From an optimization exercise on the open Yosys and OpenROAD flow, aimed at small area, a short achievable clock period and few clock cycles per item; shortcuts taken in it are not production practice. In this exercise RTL edits were held to simulation tests only and were not proved equivalent to the original.

[config.mk]
export PLATFORM = sky130hd
export DESIGN_NAME = bv2_ctr_xor
export DESIGN_NICKNAME = bv2_ctr_xor
export VERILOG_FILES = /design/flow/design.v
export SDC_FILE = /design/flow/constraint.sdc
export NUM_CORES = 4
export LEC_CHECK = 0
export CAP_MARGIN = 20
export CORE_MARGIN = 2
export CORE_UTILIZATION = 40
export SLEW_MARGIN = 20
[constraint.sdc]
create_clock -name core_clock -period 10.0 [get_ports {clk}]
set_input_delay 2.0000 -clock core_clock [delete_from_list [all_inputs] [get_ports {clk}]]
set_output_delay 2.0000 -clock core_clock [all_outputs]
set_load 0.01 [all_outputs]
[design.v]
module bv2_ctr_xor (
    input  wire         clk,
    input  wire         rst,           
    input  wire         in_valid,
    output wire         in_ready,
    input  wire         in_link,       
    input  wire [23:0]  in_major,      
    input  wire [5:0]   in_minor,      
    input  wire [31:0]  in_line,       
    input  wire [3:0]   in_casc_id,    
    input  wire [1:0]   in_port,       
    input  wire [47:0]  in_frame_ctr,  
    input  wire [15:0]  in_blk,        
    input  wire [255:0] in_key,        
    input  wire [127:0] in_data,       
    output wire         out_valid,
    input  wire         out_ready,
    output wire [127:0] out_data
);
    function [7:0] sbox;
        input [7:0] a;
        reg u0, u1, u2, u3, u4, u5, u6, u7;
        reg t1, t2, t3, t4, t5, t6, t7, t8, t9, t10, t11, t12, t13, t14;
        reg t15, t16, t17, t18, t19, t20, t21, t22, t23, t24, t25, t26, t27;
        reg m1, m2, m3, m4, m5, m6, m7, m8, m9, m10, m11, m12, m13, m14, m15;
        reg m16, m17, m18, m19, m20, m21, m22, m23, m24, m25, m26, m27, m28;
        reg m29, m30, m31, m32, m33, m34, m35, m36, m37, m38, m39, m40, m41;
        reg m42, m43, m44, m45, m46, m47, m48, m49, m50, m51, m52, m53, m54;
        reg m55, m56, m57, m58, m59, m60, m61, m62, m63;
        reg l0, l1, l2, l3, l4, l5, l6, l7, l8, l9, l10, l11, l12, l13, l14;
        reg l15, l16, l17, l18, l19, l20, l21, l22, l23, l24, l25, l26, l27;
        reg l28, l29;
        begin
            u0 = a[7]; u1 = a[6]; u2 = a[5]; u3 = a[4];
            u4 = a[3]; u5 = a[2]; u6 = a[1]; u7 = a[0];
            t1 = u0 ^ u3;   t2 = u0 ^ u5;   t3 = u0 ^ u6;   t4 = u3 ^ u5;
            t5 = u4 ^ u6;   t6 = t1 ^ t5;   t7 = u1 ^ u2;   t8 = u7 ^ t6;
            t9 = u7 ^ t7;   t10 = t6 ^ t7;  t11 = u1 ^ u5;  t12 = u2 ^ u5;
            t13 = t3 ^ t4;  t14 = t6 ^ t11; t15 = t5 ^ t11; t16 = t5 ^ t12;
            t17 = t9 ^ t16; t18 = u3 ^ u7;  t19 = t7 ^ t18; t20 = t1 ^ t19;
            t21 = u6 ^ u7;  t22 = t7 ^ t21; t23 = t2 ^ t22; t24 = t2 ^ t10;
            t25 = t20 ^ t17; t26 = t3 ^ t16; t27 = t1 ^ t12;
            m1 = t13 & t6;   m2 = t23 & t8;   m3 = t14 ^ m1;   m4 = t19 & u7;
            m5 = m4 ^ m1;    m6 = t3 & t16;   m7 = t22 & t9;   m8 = t26 ^ m6;
            m9 = t20 & t17;  m10 = m9 ^ m6;   m11 = t1 & t15;  m12 = t4 & t27;
            m13 = m12 ^ m11; m14 = t2 & t10;  m15 = m14 ^ m11; m16 = m3 ^ m2;
            m17 = m5 ^ t24;  m18 = m8 ^ m7;   m19 = m10 ^ m15; m20 = m16 ^ m13;
            m21 = m17 ^ m15; m22 = m18 ^ m13; m23 = m19 ^ t25; m24 = m22 ^ m23;
            m25 = m22 & m20; m26 = m21 ^ m25; m27 = m20 ^ m21; m28 = m23 ^ m25;
            m29 = m28 & m27; m30 = m26 & m24; m31 = m20 & m23; m32 = m27 & m31;
            m33 = m27 ^ m25; m34 = m21 & m22; m35 = m24 & m34; m36 = m24 ^ m25;
            m37 = m21 ^ m29; m38 = m32 ^ m33; m39 = m23 ^ m30; m40 = m35 ^ m36;
            m41 = m38 ^ m40; m42 = m37 ^ m39; m43 = m37 ^ m38; m44 = m39 ^ m40;
            m45 = m42 ^ m41;
            m46 = m44 & t6;  m47 = m40 & t8;  m48 = m39 & u7;  m49 = m43 & t16;
            m50 = m38 & t9;  m51 = m37 & t17; m52 = m42 & t15; m53 = m45 & t27;
            m54 = m41 & t10; m55 = m44 & t13; m56 = m40 & t23; m57 = m39 & t19;
            m58 = m43 & t3;  m59 = m38 & t22; m60 = m37 & t20; m61 = m42 & t1;
            m62 = m45 & t4;  m63 = m41 & t2;
            l0 = m61 ^ m62;  l1 = m50 ^ m56;  l2 = m46 ^ m48;  l3 = m47 ^ m55;
            l4 = m54 ^ m58;  l5 = m49 ^ m61;  l6 = m62 ^ l5;   l7 = m46 ^ l3;
            l8 = m51 ^ m59;  l9 = m52 ^ m53;  l10 = m53 ^ l4;  l11 = m60 ^ l2;
            l12 = m48 ^ m51; l13 = m50 ^ l0;  l14 = m52 ^ m61; l15 = m55 ^ l1;
            l16 = m56 ^ l0;  l17 = m57 ^ l1;  l18 = m58 ^ l8;  l19 = m63 ^ l4;
            l20 = l0 ^ l1;   l21 = l1 ^ l7;   l22 = l3 ^ l12;  l23 = l18 ^ l2;
            l24 = l15 ^ l9;  l25 = l6 ^ l10;  l26 = l7 ^ l9;   l27 = l8 ^ l10;
            l28 = l11 ^ l14; l29 = l11 ^ l17;
            sbox[7] = l6 ^ l24;
            sbox[6] = ~(l16 ^ l26);
            sbox[5] = ~(l19 ^ l28);
            sbox[4] = l6 ^ l21;
            sbox[3] = l20 ^ l22;
            sbox[2] = l25 ^ l29;
            sbox[1] = ~(l13 ^ l27);
            sbox[0] = ~(l6 ^ l23);
        end
    endfunction
    function [7:0] xtime;
        input [7:0] a;
        begin
            xtime = {a[6:0], 1'b0} ^ (a[7] ? 8'h1b : 8'h00);
        end
    endfunction
    function [127:0] sub_shift;
        input [127:0] s;
        integer c, r;
        begin
            for (c = 0; c < 4; c = c + 1)
                for (r = 0; r < 4; r = r + 1)
                    sub_shift[127 - 8*(4*c + r) -: 8] =
                        sbox(s[127 - 8*(4*((c + r) % 4) + r) -: 8]);
        end
    endfunction
    function [127:0] mix_delta;
        input [127:0] s;
        integer c, r;
        reg [7:0] t;
        begin
            for (c = 0; c < 4; c = c + 1) begin
                t = s[127 - 32*c -: 8] ^ s[119 - 32*c -: 8] ^
                    s[111 - 32*c -: 8] ^ s[103 - 32*c -: 8];
                for (r = 0; r < 4; r = r + 1)
                    mix_delta[127 - 8*(4*c + r) -: 8] = t ^
                        xtime(s[127 - 8*(4*c + r) -: 8] ^
                              s[127 - 8*(4*c + (r + 1) % 4) -: 8]);
            end
        end
    endfunction
    reg          run;       
    reg          ov;        
    reg  [3:0]   rnd;       
    reg  [127:0] st;        
    reg  [127:0] ka, kb;    
    wire last  = (rnd == 4'd14);
    wire take  = run && (rnd == 4'd13);         
    wire load  = in_valid && !run && (!ov || out_ready);
    wire [127:0] ctr_blk = in_link
        ? {8'h01, in_casc_id, in_port, 2'b00, in_frame_ctr, 48'h0, in_blk}
        : {8'h00, in_major, in_minor, 56'h0, in_line, in_blk[1:0]};
    reg [255:0] key_be;
    integer k;
    always @(*) begin
        for (k = 0; k < 32; k = k + 1)
            key_be[255 - 8*k -: 8] = in_key[8*k +: 8];
    end
    wire [127:0] ss        = sub_shift(st);
    wire [127:0] round_out = ss ^ (mix_delta(ss) & {128{~last}}) ^ kb;
    reg [7:0] rcon;
    always @(*) begin
        case (rnd[3:1])
            3'd0: rcon = 8'h01;
            3'd1: rcon = 8'h02;
            3'd2: rcon = 8'h04;
            3'd3: rcon = 8'h08;
            3'd4: rcon = 8'h10;
            3'd5: rcon = 8'h20;
            default: rcon = 8'h40;
        endcase
    end
    wire [31:0] sw = {sbox(kb[31:24]), sbox(kb[23:16]), sbox(kb[15:8]), sbox(kb[7:0])};
    wire [31:0] kt = rnd[0] ? ({sw[23:0], sw[31:24]} ^ {rcon, 24'h0}) : sw;
    wire [31:0] w0 = ka[127:96] ^ kt;
    wire [31:0] w1 = ka[95:64]  ^ w0;
    wire [31:0] w2 = ka[63:32]  ^ w1;
    wire [31:0] w3 = ka[31:0]   ^ w2;
    wire [127:0] key_next = {w0, w1, w2, w3} ^ (in_data & {128{take}});
    always @(posedge clk) begin
        if (rst) begin
            run <= 1'b0;
            ov  <= 1'b0;
        end else begin
            if (load) begin
                run <= 1'b1;
                ov  <= 1'b0;
            end else if (run && last) begin
                run <= 1'b0;
                ov  <= 1'b1;
            end else if (out_ready) begin
                ov  <= 1'b0;
            end
        end
        if (load) begin
            rnd <= 4'd1;
            st  <= ctr_blk ^ key_be[255:128];
            ka  <= key_be[255:128];
            kb  <= key_be[127:0];
        end else begin
            rnd <= rnd + 4'd1;
            if (run)
                st <= round_out;
            ka <= kb;
            kb <= key_next;
        end
    end
    assign in_ready  = take;
    assign out_valid = ov;
    assign out_data  = st;
endmodule
[run.sh]
#!/bin/bash
# synth_recipe.tcl (not shown) runs the flow's synth.tcl, then flattens the netlist and writes it again
# the make line also repeats each setting of config.mk as NAME=value (left out here)
make -C /OpenROAD-flow-scripts/flow DESIGN_CONFIG=/design/flow/config.mk WORK_HOME=/design/flow/orfs CLKGATE_MAP_FILE= SYNTH_SCRIPT=/design/flow/synth_recipe.tcl finish
==> summary.txt <==
==> worst min-delay path, cell delays in order, from the launching register on <==
cell     delay [ps]
dfxtp_1         320
nand2_1          50
nand2_1          40
==> cell usage in the layout, fill, tap and decap left out, types with 28 or more instances in the layout <==
cell type	instances
mux2i_1	148
o32ai_1	40
nand2b_1	66
o221ai_1	58
nor3_1	187
inv_1	68
edfxtp_1	128
dfxtp_1	261
a21o_1	28
and3_1	36
xor2_1	613
xnor2_1	1413
clkbuf_16	54
or3_1	40
o211ai_1	90
nand3_1	169
o2111ai_1	29
a21oi_1	516
buf_4	180
nand4_1	32
a31oi_1	76
and2_1	49
o22ai_1	125
a22oi_1	52
o21ai_0	507
nor4_1	38
ha_1	43
o31ai_1	31
nor2b_1	40
xnor3_1	149
nor2_1	685
clkdlybuf4s50_1	649
a211oi_1	83
xor3_1	38
xnor2_2	76
nand2_1	1206
a221oi_1	41
==> layer usage <==
layer / routed length, um / GRT usage (%) / share of wire (%)
met5: 61 / 0 / 0.020
met4: 14000 / 14.7 / 4.7
met3: 29600 / 6.69 / 9.9
met2: 128000 / 53.3 / 43
met1: 127000 / 50.2 / 43
==> path summary, 6_finish.rpt <==
path                               from  endpoint  slack (ps)  cells after the start
worst min register to register  kb[102]   ka[102]         460                      2
worst max-delay path             kb[23]    kb[53]        1340                     21
worst min-delay path            kb[102]   ka[102]         460                      2
worst max register to register   kb[23]    kb[53]        1340                     21
==> sequential cells by signal (all words and copies together) (netlist names) <==
name  count
ov        1
ka      128
st      128
kb      128
run       1
rnd       4
==> layout make-up <==
cell class	instances	area, um^2	area share (%)
multi-input cells	7212	51100	70.2
flip-flops and latches	390	9090	12.5
repair buffers	837	7990	11.0
well taps	2058	2570	3.54
clock buffers	73	1450	2.00
inverters	69	259	0.356
clock inverters	25	254	0.349
diodes	18	45.0	0.0619
==> per-stage QoR <==
stage / instance area (um^2) / cells / util, % / hold slack (ps)
3_3_place_gp: 70900 / 10563 / 45.5 / 443
5_1_grt: 72800 / 10674 / 46.7 / 470
3_5_place_dp: 71000 / 10565 / 45.6 / 446
6_report: 72800 / 10682 / 46.8 / 456
4_1_cts: 72700 / 10663 / 46.7 / 455
2_1_floorplan: 62500 / 8243 / - / 430
==> cell families (layout without fill, tap and decap cells) <==
family                     count (synthesis)  after routing  synth area share, %
AOI/OAI and AO/OA                       1995           1995                 20.8
other                                      0             18                    0
and+or+nand+nor                         2652           2652                 18.5
xor gates and xnor gates                2325           2325                 37.9
muxes                                    173            173                 2.84
adders and majority gates                 67             67                 1.25
buffers and inverters                    641           1004                 4.18
DFF                                      390            390                 14.6
==> results.tsv <==
metric	value	unit
skew	77.1	ps
routed_wire_length_per_instance	27.9	um
htreeDepth	2	
report.final.setup_viol	0	
ratio_of_cells_with_drive_above_1_in_the_final_layout	5.86	%
route.vias.total	64876	
clk_pin_slew_worst_paths	60	ps
grt_start_max_net_pins	147	
hpwl	238000	um
delay_of_the_slowest_critical_path_stage	910	ps
outcome	finished clean	
clk-insertion-delay-late	720	ps
max_clock_freq	0.116	GHz
chip_height	399	um
synth_cells	8243	
path_common_cell	xnor2_1	
avgSynthCellArea	7.58	um^2
synth_edf_count	128	
cts.sink_count	390	
die_width	399	um
cts_hold_repair.buffers	0	
floorplan.initialDensity	40.1	%
nFillCells	15631	
cts-resized-gates	0	
yosysWarningCount	1	
cts_root_buffer	clkbuf_16	
crit_slowest_cell	xnor2_1	
holdCritPathClass	flip-flop to flip-flop	
cts_tree	yes	
timing_worst_slew_pin_value	1240	ps
fp.dieArea	159000	um^2
post-route-drc-count	0	
cp_top_family	XOR/XNOR gates	
rsz_0062_raised_after_global_routing	false	
cp_endpoint_kind	flip-flop	
route.antenna.remaining_nets	0	
drv_slew	0	
cts_max_path_buffers	3	
final_critical_path_setup_slack	1340	ps
placement_rows	145	
grt_overflow_total	0	
gpl.final_weighted_congestion	1.02	
signal_arrival_time_at_the_worst_endpoint	9150	ps
postSynth.asyncResetShare	0	%
setup_tns	0	ps
synth_common_cells	1437 x xnor2_1, 1206 x nand2_1, 688 x nor2_1	
mappedNetlistArea	62500	um^2
core-area	156000	um^2
dpl_worst_slack	1510	ps
critical_path_required	10500	ps
worst-setup-path-type	flip-flop to flip-flop	
via_per_inst	6.07	
global_route_wire_length_before_repair	423000	um
cts-buffers-inserted	52	
nets	9126	
max-slew-margin-rel	16.9	%
io_pins	651	
ys_ff_latch	390	
post_cts_buffers	0	
cp_max_fo	19	
finalCritPeriodShare	86.6	%
placement.io_buffers	650	
synthFlopType	dfxtp_1	
area_growth	16.5	%
grt_util_all_layers	35.7	%
syn_nets	8807	
post-synth-top-area-fraction	20.2	%
yosys.area.top_type	xnor2_1	
synth.most_common_cell	xnor2_1	
routed_wl	298000	um
startpoint_type	flip-flop	
path_cells	xnor2_1 > xnor2_1 > xnor2_1 > inv_1 > ha_1 > xor3_2 > xnor3_1 > buf_4 > xnor3_1 > nand2_1 > a31oi_1 > nor4_2 > xor2_1 > xnor2_1 > xnor2_1 > mux2i_1 > xnor2_1 > xor2_1 > xor2_1 > xnor2_1 > a21oi_1	
drt-initial-drc-count	8440	
cap_violations	0	
timing.critical_path.buf_inv	2	
yosys-top-cells-area	xnor2_1 20%, xor2_1 8.8%, dfxtp_1 8.4%	
antenna_found_initial	28	
drt_pre_antenna_iters	9	
synth_cell_types	114	
synth_sequential_area_ratio	14.6	%
grt_pass1_vias	59149	
finalHoldViolations	0	
final.min_clock_period	8660	ps
Testbench counts, summed over its fixed seeds: cycles 7,688, items 512.

what the ideal ports hide:
Ports are ideal in the flow. The routed layout listed here was re-timed in OpenROAD.
Step 1 sets driving cells, clkbuf_16 on the clock port and buf_2 on the other inputs (assumed; they add their load-dependent delay and slew).
Step 2 moves the port delays by t, midway between the first and last clock arrival at a register: inputs arrive t later, outputs are due t later. That takes back most of the time a late clock gives input paths.
a / b / c = no drivers / after step 1 / after step 2; a / b = the first two.
t (ns): 0.768
slack for setup (ns): 1.343 / 1.343 / 1.343
worst hold slack (ns): 0.456 / 0.456 / 0.456
latest minus earliest clock arrival (ns): 0.078 / 0.078
worst data-port slew with drivers (ns): 0.19
After both steps setup and hold are still met in this run. The setup slack of this run moves by 0.000 ns with the drivers and by 0.000 ns with both steps.
